From an optimization exercise on the open Yosys and OpenROAD flow, aimed at small area, a short achievable clock period and few clock cycles per item; shortcuts taken in it are not production practice. In this exercise RTL edits were held to simulation tests only and were not proved equivalent to the original.

==> flow/design.v <==
module jarif_stage (
    input  wire        clk,
    input  wire        rst,           
    input  wire        in_valid,
    output wire        in_ready,
    input  wire        in_clr,        
    input  wire [1:0]  in_type,       
    input  wire [27:0] in_x_m,        
    input  wire [5:0]  in_x_e,        
    input  wire [23:0] in_k0,         
    input  wire [23:0] in_k1,
    input  wire [23:0] in_k2,
    input  wire [23:0] in_k3,
    input  wire [23:0] in_k4,
    output reg         out_valid,
    output reg  [27:0] out_y_m,       
    output reg  [5:0]  out_y_e,
    output wire [27:0] out_s0_m,      
    output wire [27:0] out_s1_m,
    output wire [27:0] out_s2_m,
    output wire [27:0] out_s3_m,
    output wire [5:0]  out_s_e
);
    localparam [1:0] T_NONE = 2'd0, T_PI = 2'd1, T_PID = 2'd2, T_BIQ = 2'd3;
    localparam [23:0] BF_ONE = 24'h400001;      
    localparam signed [27:0] SW_MAX = 28'sh7FFFFFF;
    localparam signed [27:0] SW_MIN = -28'sh8000000;
    localparam signed [47:0] ACC_MAX = {1'b0, {47{1'b1}}};
    localparam signed [47:0] ACC_MIN = {1'b1, {47{1'b0}}};
    localparam [2:0] S_IDLE = 3'd0, S_TERM = 3'd1, S_FIN = 3'd2, S_NORM = 3'd3;
    localparam [2:0] OP_I = 3'd0,   
                     OP_D = 3'd1,   
                     OP_Y = 3'd2,   
                     OP_X = 3'd3;   
    reg signed [27:0] blk_m0, blk_m1, blk_m2, blk_m3;
    reg signed [5:0]  blk_e;
    reg        [1:0]  typ;
    reg signed [27:0] x_m;
    reg signed [5:0]  x_e;
    reg        [23:0] k0, k1, k2, k3, k4;
    reg        [2:0]  state;
    reg        [2:0]  op;
    reg        [2:0]  term;
    reg signed [47:0] acc;
    reg signed [27:0] r_i, r_d, r_y, r_x;
    assign in_ready = (state == S_IDLE);
    assign out_s0_m = blk_m0;
    assign out_s1_m = blk_m1;
    assign out_s2_m = blk_m2;
    assign out_s3_m = blk_m3;
    assign out_s_e  = blk_e;
    function automatic signed [47:0] rshr48(input signed [47:0] v, input [7:0] s);
        reg signed [48:0] t;
        begin
            if (s == 0)
                rshr48 = v;
            else if (s >= 8'd48)
                rshr48 = 48'sd0;    
            else begin
                t = {v[47], v} + ((49'sd1 <<< (s - 1)) - (v[47] ? 49'sd1 : 49'sd0));
                rshr48 = t >>> s;
            end
        end
    endfunction
    function automatic signed [27:0] sat28(input signed [48:0] v);
        begin
            if (v > $signed({{21{1'b0}}, SW_MAX}))
                sat28 = SW_MAX;
            else if (v < $signed({{21{1'b1}}, SW_MIN}))
                sat28 = SW_MIN;
            else
                sat28 = v[27:0];
        end
    endfunction
    reg signed [28:0] t_m [0:4];
    reg signed [5:0]  t_e [0:4];
    reg        [23:0] t_c [0:4];
    reg        [2:0]  n_terms;
    integer j;
    always @* begin
        for (j = 0; j < 5; j = j + 1) begin
            t_m[j] = 29'sd0;
            t_e[j] = 6'sd0;
            t_c[j] = 24'd0;
        end
        n_terms = 3'd1;
        case (op)
            OP_I: begin
                t_m[0] = blk_m0; t_e[0] = blk_e; t_c[0] = BF_ONE;
                t_m[1] = x_m;    t_e[1] = x_e;   t_c[1] = k1;
                n_terms = 3'd2;
            end
            OP_D: begin
                t_m[0] = blk_m1;  t_e[0] = blk_e; t_c[0] = k3;
                t_m[1] = x_m;     t_e[1] = x_e;   t_c[1] = k2;
                t_m[2] = -blk_m2; t_e[2] = blk_e; t_c[2] = k2;
                n_terms = 3'd3;
            end
            OP_Y: begin
                t_m[0] = x_m; t_e[0] = x_e; t_c[0] = k0;
                if (typ == T_BIQ) begin
                    t_m[1] = blk_m0;  t_e[1] = blk_e; t_c[1] = k1;
                    t_m[2] = blk_m1;  t_e[2] = blk_e; t_c[2] = k2;
                    t_m[3] = -blk_m2; t_e[3] = blk_e; t_c[3] = k3;
                    t_m[4] = -blk_m3; t_e[4] = blk_e; t_c[4] = k4;
                    n_terms = 3'd5;
                end else if (typ == T_PID) begin
                    t_m[1] = r_i; t_e[1] = blk_e; t_c[1] = BF_ONE;
                    t_m[2] = r_d; t_e[2] = blk_e; t_c[2] = BF_ONE;
                    n_terms = 3'd3;
                end else begin
                    t_m[1] = r_i; t_e[1] = blk_e; t_c[1] = BF_ONE;
                    n_terms = 3'd2;
                end
            end
            default: begin  
                t_m[0] = x_m; t_e[0] = x_e; t_c[0] = BF_ONE;
                n_terms = 3'd1;
            end
        endcase
    end
    reg signed [7:0] p_e [0:4];
    reg              p_nz [0:4];
    reg signed [7:0] top;
    reg              any_nz;
    always @* begin
        top = -8'sd128;
        any_nz = 1'b0;
        for (j = 0; j < 5; j = j + 1) begin
            p_e[j]  = t_e[j] + $signed(t_c[j][5:0]);
            p_nz[j] = (j < n_terms) && (t_m[j] != 0) && (t_c[j][23:6] != 0);
            if (p_nz[j] && (!any_nz || p_e[j] > top))
                top = p_e[j];
            if (p_nz[j])
                any_nz = 1'b1;
        end
    end
    wire signed [28:0] cur_m = t_m[term];
    wire signed [17:0] cur_c = t_c[term][23:6];
    wire signed [46:0] prod  = cur_m * cur_c;
    wire        [7:0]  shamt = top - p_e[term];
    wire signed [47:0] aligned = p_nz[term] ? rshr48({prod[46], prod}, shamt) : 48'sd0;
    wire signed [48:0] acc_sum = {acc[47], acc} + {aligned[47], aligned};
    wire signed [47:0] acc_next = (acc_sum > $signed({ACC_MAX[47], ACC_MAX})) ? ACC_MAX :
                                  (acc_sum < $signed({ACC_MIN[47], ACC_MIN})) ? ACC_MIN :
                                  acc_sum[47:0];
    wire signed [8:0] kshift = blk_e + 9'sd17 - top;
    reg signed [27:0] fin_m;
    reg signed [47:0] fin_r;
    reg signed [75:0] fin_l;
    always @* begin
        fin_r = 48'sd0;
        fin_l = 76'sd0;
        if (!any_nz || acc == 0)
            fin_m = 28'sd0;
        else if (kshift >= 0) begin
            fin_r = rshr48(acc, kshift[7:0]);
            fin_m = sat28({fin_r[47], fin_r});
        end else if (kshift <= -9'sd28)
            fin_m = acc[47] ? SW_MIN : SW_MAX;
        else begin
            fin_l = {{28{acc[47]}}, acc} <<< (-kshift);
            if (fin_l > $signed({{48{1'b0}}, SW_MAX}))
                fin_m = SW_MAX;
            else if (fin_l < $signed({{48{1'b1}}, SW_MIN}))
                fin_m = SW_MIN;
            else
                fin_m = fin_l[27:0];
        end
    end
    reg signed [27:0] n_w0, n_w1, n_w2, n_w3;
    always @* begin
        case (typ)
            T_PI:    begin n_w0 = r_i; n_w1 = 28'sd0;  n_w2 = 28'sd0; n_w3 = 28'sd0;  end
            T_PID:   begin n_w0 = r_i; n_w1 = r_d;     n_w2 = r_x;    n_w3 = 28'sd0;  end
            default: begin n_w0 = r_x; n_w1 = blk_m0;  n_w2 = r_y;    n_w3 = blk_m2; end
        endcase
    end
    function automatic [27:0] mag28(input signed [27:0] v);
        mag28 = v[27] ? -v : v;
    endfunction
    wire [27:0] a0 = mag28(n_w0), a1 = mag28(n_w1), a2 = mag28(n_w2), a3 = mag28(n_w3);
    wire [27:0] big01 = (a0 > a1) ? a0 : a1;
    wire [27:0] big23 = (a2 > a3) ? a2 : a3;
    wire [27:0] big   = (big01 > big23) ? big01 : big23;
    reg  [4:0] blen;           
    integer b;
    always @* begin
        blen = 5'd0;
        for (b = 0; b < 28; b = b + 1)
            if (big[b]) blen = b[4:0] + 5'd1;
    end
    reg signed [7:0]  nshift;    
    reg signed [7:0]  ne;
    reg signed [47:0] big_r;
    reg signed [27:0] nm0, nm1, nm2, nm3;
    reg signed [5:0]  nexp;
    function automatic signed [27:0] renorm_word(input signed [27:0] v, input signed [7:0] s);
        reg signed [47:0] r;
        begin
            if (s >= 0) begin
                r = rshr48({{20{v[27]}}, v}, s);
                renorm_word = sat28({r[47], r});
            end else
                renorm_word = v <<< (-s);
        end
    endfunction
    always @* begin
        nshift = $signed({3'b000, blen}) - 8'sd25;
        big_r  = rshr48({20'd0, big}, (nshift > 0) ? nshift : 8'sd0);
        if (nshift > 0 && big_r >= 48'sd33554432)
            nshift = nshift + 8'sd1;
        ne = blk_e + nshift;
        if (ne > 8'sd31) begin
            nshift = 8'sd31 - blk_e;
            ne = 8'sd31;
        end else if (ne < -8'sd32) begin
            nshift = -8'sd32 - blk_e;
            ne = -8'sd32;
        end
        if (big == 0) begin
            nm0 = 28'sd0; nm1 = 28'sd0; nm2 = 28'sd0; nm3 = 28'sd0;
            nexp = -6'sd32;
        end else begin
            nm0 = renorm_word(n_w0, nshift);
            nm1 = renorm_word(n_w1, nshift);
            nm2 = renorm_word(n_w2, nshift);
            nm3 = renorm_word(n_w3, nshift);
            nexp = ne[5:0];
        end
    end
    always @(posedge clk) begin
        if (rst) begin
            state     <= S_IDLE;
            op        <= OP_I;
            term      <= 3'd0;
            acc       <= 48'sd0;
            out_valid <= 1'b0;
            out_y_m   <= 28'sd0;
            out_y_e   <= 6'sd0;
            blk_m0    <= 28'sd0;
            blk_m1    <= 28'sd0;
            blk_m2    <= 28'sd0;
            blk_m3    <= 28'sd0;
            blk_e     <= -6'sd32;
            typ       <= T_NONE;
            x_m       <= 28'sd0;
            x_e       <= 6'sd0;
            k0 <= 24'd0; k1 <= 24'd0; k2 <= 24'd0; k3 <= 24'd0; k4 <= 24'd0;
            r_i <= 28'sd0; r_d <= 28'sd0; r_y <= 28'sd0; r_x <= 28'sd0;
        end else begin
            out_valid <= 1'b0;
            case (state)
                S_IDLE: begin
                    if (in_valid) begin
                        typ <= in_type;
                        x_m <= in_x_m;
                        x_e <= in_x_e;
                        k0 <= in_k0; k1 <= in_k1; k2 <= in_k2; k3 <= in_k3; k4 <= in_k4;
                        if (in_clr) begin
                            blk_m0 <= 28'sd0;
                            blk_m1 <= 28'sd0;
                            blk_m2 <= 28'sd0;
                            blk_m3 <= 28'sd0;
                            blk_e  <= -6'sd32;
                        end
                        if (in_type == T_NONE) begin
                            out_valid <= 1'b1;
                            out_y_m   <= in_x_m;
                            out_y_e   <= in_x_e;
                        end else begin
                            state <= S_TERM;
                            op    <= (in_type == T_BIQ) ? OP_Y : OP_I;
                            term  <= 3'd0;
                            acc   <= 48'sd0;
                        end
                    end
                end
                S_TERM: begin
                    acc  <= acc_next;
                    term <= term + 3'd1;
                    if (term + 3'd1 == n_terms)
                        state <= S_FIN;
                end
                S_FIN: begin
                    case (op)
                        OP_I: r_i <= fin_m;
                        OP_D: r_d <= fin_m;
                        OP_Y: r_y <= fin_m;
                        default: r_x <= fin_m;
                    endcase
                    term  <= 3'd0;
                    acc   <= 48'sd0;
                    state <= S_TERM;
                    case (op)
                        OP_I: op <= (typ == T_PID) ? OP_D : OP_Y;
                        OP_D: op <= OP_Y;
                        OP_Y: begin
                            if (typ == T_PI)
                                state <= S_NORM;
                            else
                                op <= OP_X;
                        end
                        default: state <= S_NORM;
                    endcase
                end
                S_NORM: begin
                    blk_m0    <= nm0;
                    blk_m1    <= nm1;
                    blk_m2    <= nm2;
                    blk_m3    <= nm3;
                    blk_e     <= nexp;
                    out_valid <= 1'b1;
                    out_y_m   <= r_y;
                    out_y_e   <= blk_e;
                    state     <= S_IDLE;
                end
                default: state <= S_IDLE;
            endcase
        end
    end
endmodule
==> flow/run.sh <==
#!/bin/bash
# synth_recipe.tcl (not shown) runs the flow's synth.tcl, then flattens the netlist and writes it again
# the make line also repeats each setting of config.mk as NAME=value (left out here)
make -C /OpenROAD-flow-scripts/flow DESIGN_CONFIG=/design/flow/config.mk WORK_HOME=/design/flow/orfs CLKGATE_MAP_FILE= SYNTH_SCRIPT=/design/flow/synth_recipe.tcl finish
==> flow/config.mk <==
export PLATFORM = sky130hd
export DESIGN_NAME = jarif_stage
export DESIGN_NICKNAME = jarif_stage
export VERILOG_FILES = /design/flow/design.v
export SDC_FILE = /design/flow/constraint.sdc
export NUM_CORES = 4
export LEC_CHECK = 0
export CAP_MARGIN = 20
export CORE_MARGIN = 2
export CORE_UTILIZATION = 30
export PLACE_DENSITY = 0.5
export SLEW_MARGIN = 20
==> flow/constraint.sdc <==
create_clock -name core_clock -period 32.0 [get_ports {clk}]
set_input_delay 6.4000 -clock core_clock [delete_from_list [all_inputs] [get_ports {clk}]]
set_output_delay 6.4000 -clock core_clock [all_outputs]
set_load 0.01 [all_outputs]
==> implementation parameters <==
Parameter                              Value

Timing
  Number of setup violations in the final report ... 0
  Pins over their slew limit ... 0
  Total count of hold-check failures in the final report ... 0
  Final period utilization ... 0.947
  Worst slew margin relative to its limit ... 0.0994
  Setup repair after global routing missed its margin ... false
  Final critical path time including I/O delays and setup ... 30,300 ps
  FMAX ... 33.0 MHz
  Actual slew at the worst max-slew pin ... 1350 ps
  Worst setup skew after layout ... 76.8 ps
  Summed negative setup slack over all endpoints ... 0 ps

Cells and area
  Fraction of final layout cells with drive strength greater than 1 ... 0.0743
  Commonest cells after routing, fill and taps aside ... sky130_fd_sc_hd__nand2_1, sky130_fd_sc_hd__inv_1, sky130_fd_sc_hd__nor2_1
  Layout Area Growth over Synthesis ... 11.9%
  Final Net Count ... 17,500
  Most common library cell in the layout ignoring fill and taps ... sky130_fd_sc_hd__nand2_1
  Util after Layout ... 0.338

Detailed routing
  Per-cell via count in the routed design ... 6.13
  First-pass detailed-route iteration total ... 9
  Violation count after the first detailed-routing iteration ... 16,300
  DR WL/cell ... 32.9 µm
  Final wirelength ... 683 mm
  Total via count after detailed routing ... 127,000
  Number of nets still failing antenna checks after routing ... 0
  Drt drc ... 0

Hold path
  Hold Path Origin ... k1[23]$_SDFFE_PP0P_
  Cell count of the worst hold path ... 2
  Worst Hold Class ... flip-flop to flip-flop
  Worst Hold Endpoint ... k1[23]$_SDFFE_PP0P_

Placement
  Routability congestion estimate from global placement ... 1.08
  Half-perimeter wire length of the detailed placement result ... 542 mm
  Count of buffers from port buffering ... 313

Floorplanning
  Effective utilization at floorplan ... 0.302
  Core footprint ... 363,000 µm²
  Area of the die ... 369,000 µm²
  Boundary Pins ... 314
  Rows ... 221
  Die span in x ... 608 µm
  Chip Height ... 608 µm

Global route
  First-pass GRT wire length ... 943 mm
  Gr usage total ... 0.353
  Number of antenna violations at the first check in global routing ... 64
  Via count of the first global-routing pass ... 120,000
  Largest net degree at the start of global routing ... 164
  Aggregate global routing overflow ... 0

Synth
  Top flip-flop cell by instance count after synthesis ... sky130_fd_sc_hd__dfxtp_1
  Number of flops mapped to enable cells by yosys ... 0
  Net count after synthesis ... 17,700
  Post-synthesis register bit count ... 476
  Post-synthesis async set-or-reset flop share ... 0
  Post-Synthesis Cell Area ... 109,000 µm²
  Number of standard cells after synthesis ... 16,000
  Synthesized area per cell ... 6.83 µm²
  Proportion of synthesized chip area in sequential cells ... 0.0871
  Yosys warning total ... 6
  Post-synth cell types ... 127

Clock network
  Max Root-Sink Buffers ... 4
  Clk Latency, worst-skew pair ... 840 ps
  Clock-pin slew reported for the worst setup and hold paths after clock tree synthesis ... 80 ps
  # clock sinks ... 476
  Buffer type at the clock tree root ... sky130_fd_sc_hd__clkbuf_16
  H-tree levels ... 3
  Number of buffers created by CTS ... 73
  TritonCTS clock tree ... done

Outcome
  Run status ... complete, no violations

Setup path
  Depth of the worst register-to-register path ... 118
  Required time reported for the critical path endpoint ... 32,710 ps
  Category of the critical setup timing path ... flip-flop to flip-flop
  Crit Reg-Reg Startpoint ... typ[0]$_SDFFE_PP0P_
  Critical Path End Type ... flip-flop
  Crit-path max FO ... 63
  Setup crit start kind ... flip-flop
  Cell with the biggest individual delay on the critical path ... sky130_fd_sc_hd__buf_4
  FF-to-FF End ... blk_m0[9]$_SDFFE_PP0P_
  Most common cell on crit path ... sky130_fd_sc_hd__o21ai_0
  Worst reg-to-reg setup slack ... 1700 ps
  Crit path largest cell delay ... 670 ps
  Critical path data arrival time ... 31,010 ps

Flow run
  Max capacitance violation total ... 0
-- sequential cells by signal, summed over array words and instances, names as in the netlist, 24 cells and up --
register  cells
k2           24
k1           24
blk_m1       28
acc          48
x_m          28
blk_m0       28
k3           24
r_d          28
k4           24
r_i          28
r_y          28
out_y_m      28
blk_m3       28
r_x          28
k0           24
blk_m2       28
-- through the flow --
step                      instances  hold slack [ps]  setup slack (ps)  area (µm²)
after detailed placement      20600              448              1040      120000
final                         20800              458              1700      122000
after global routing          20700              478              7.92      122000
after CTS                     20700              459               884      122000
after global placement        20600              443               988      119000
after floorplan               16000              432              3910      109000
-- final cells by class --
type,instances,area [µm²]
Antenna cell,47,118
Clock buffer,99,2040
Clock inverter,26,333
Fill cell,39900,240000
Inverter,1458,5490
Multi-Input combinational cell,13000,91400
Sequential cell,476,9530
Tap cell,4794,6000
Timing Repair Buffer,878,7500
-- synthesized netlist by cell type, types with 295 or more instances --
| cell type | n | share of area |
|---|---|---|
| sky130_fd_sc_hd__ha_1 | 969 | 0.11 |
| sky130_fd_sc_hd__nand3_1 | 346 | 0.016 |
| sky130_fd_sc_hd__dfxtp_1 | 476 | 0.087 |
| sky130_fd_sc_hd__a31oi_1 | 295 | 0.017 |
| sky130_fd_sc_hd__xnor2_1 | 418 | 0.033 |
| sky130_fd_sc_hd__a21oi_1 | 1270 | 0.058 |
| sky130_fd_sc_hd__fa_1 | 520 | 0.095 |
| sky130_fd_sc_hd__nor2_1 | 1324 | 0.045 |
| sky130_fd_sc_hd__inv_1 | 1444 | 0.050 |
| sky130_fd_sc_hd__nor3_1 | 408 | 0.019 |
| sky130_fd_sc_hd__nand2_1 | 2458 | 0.084 |
| sky130_fd_sc_hd__mux2i_1 | 486 | 0.044 |
| sky130_fd_sc_hd__clkbuf_1 | 814 | 0.028 |
| sky130_fd_sc_hd__o21ai_0 | 973 | 0.045 |
-- how the worst max path moves through the flow --
stage                              from                      to  cells after the start
finish              typ[0]$_SDFFE_PP0P_  blk_m0[9]$_SDFFE_PP0P_                    118
global route         op[1]$_SDFFE_PP0P_    acc[25]$_SDFFE_PP0P_                    149
CTS                  op[0]$_SDFFE_PP0P_    acc[19]$_SDFFE_PP0P_                    145
detailed placement   op[0]$_SDFFE_PP0P_     acc[4]$_SDFFE_PP0P_                    145
global placement     op[0]$_SDFFE_PP0P_    acc[27]$_SDFFE_PP0P_                    144
floorplan           typ[0]$_SDFFE_PP0P_  blk_m0[5]$_SDFFE_PP0P_                    147
-- metal layers --
layer / wire length [µm] / track usage / vias to the layer above
li1: - / - / 56300
met1: 271000 / 0.443 / 61900
met2: 285000 / 0.526 / 7385
met3: 67000 / 0.0857 / 1838
met4: 59800 / 0.257 / 18
met5: 126 / 0 / -
-- worst max-delay path, delay by kind of cell (launching register included) --
kind | cells | cell delay, ps
compound gates | 52 | 12820
xor+xnor | 3 | 840
fa+ha+maj | 10 | 3890
buf+inv | 12 | 2850
flops | 1 | 380
mux | 2 | 510
simple gates | 39 | 8720
-- cells by family after synthesis --
kind of cell	share of synthesized area
and+or+nand+nor	0.231
DFF	0.0871
xor gates and xnor gates	0.0458
AOI/OAI and AO/OA	0.274
buffers and inverters	0.0892
muxes	0.0660
adders and majority gates	0.206
-- timing repair --
item,CTS,global route
hold buffers,0,0
buffers inserted,0,7
setup endpoints to repair,0,159
gates resized for setup,0,26
Testbench counts, summed over its fixed seeds: cycles 27,150, items 3,200.

## separate check: timing with driven ports
How much do the figures lean on ideal ports? The routed layout below was timed once more, with nothing changed but the port constraints. Step 1 sets driving cells, clkbuf_16 on the clock port and buf_2 on the other inputs (assumed; they add their load-dependent delay and slew). Step 2, shift: input delay + t, output delay - t, t = (earliest + latest rising clock arrival at the registers) / 2. This alone moves slack from input paths to output paths. a / b / c = ideal ports / drivers / drivers and shift; a / b = the first two.
t, ns: 0.906
setup slack, ns: 1.699 / 1.699 / 1.699
hold WS [ns]: 0.458 / 0.458 / 0.458
worst data-port slew with drivers (ns): 0.15
pins driven straight from the clock port: 1
After both steps setup and hold are still met in this run. For this run, drivers alone change the setup slack by 0.000 ns; drivers and shift together by 0.000 ns.
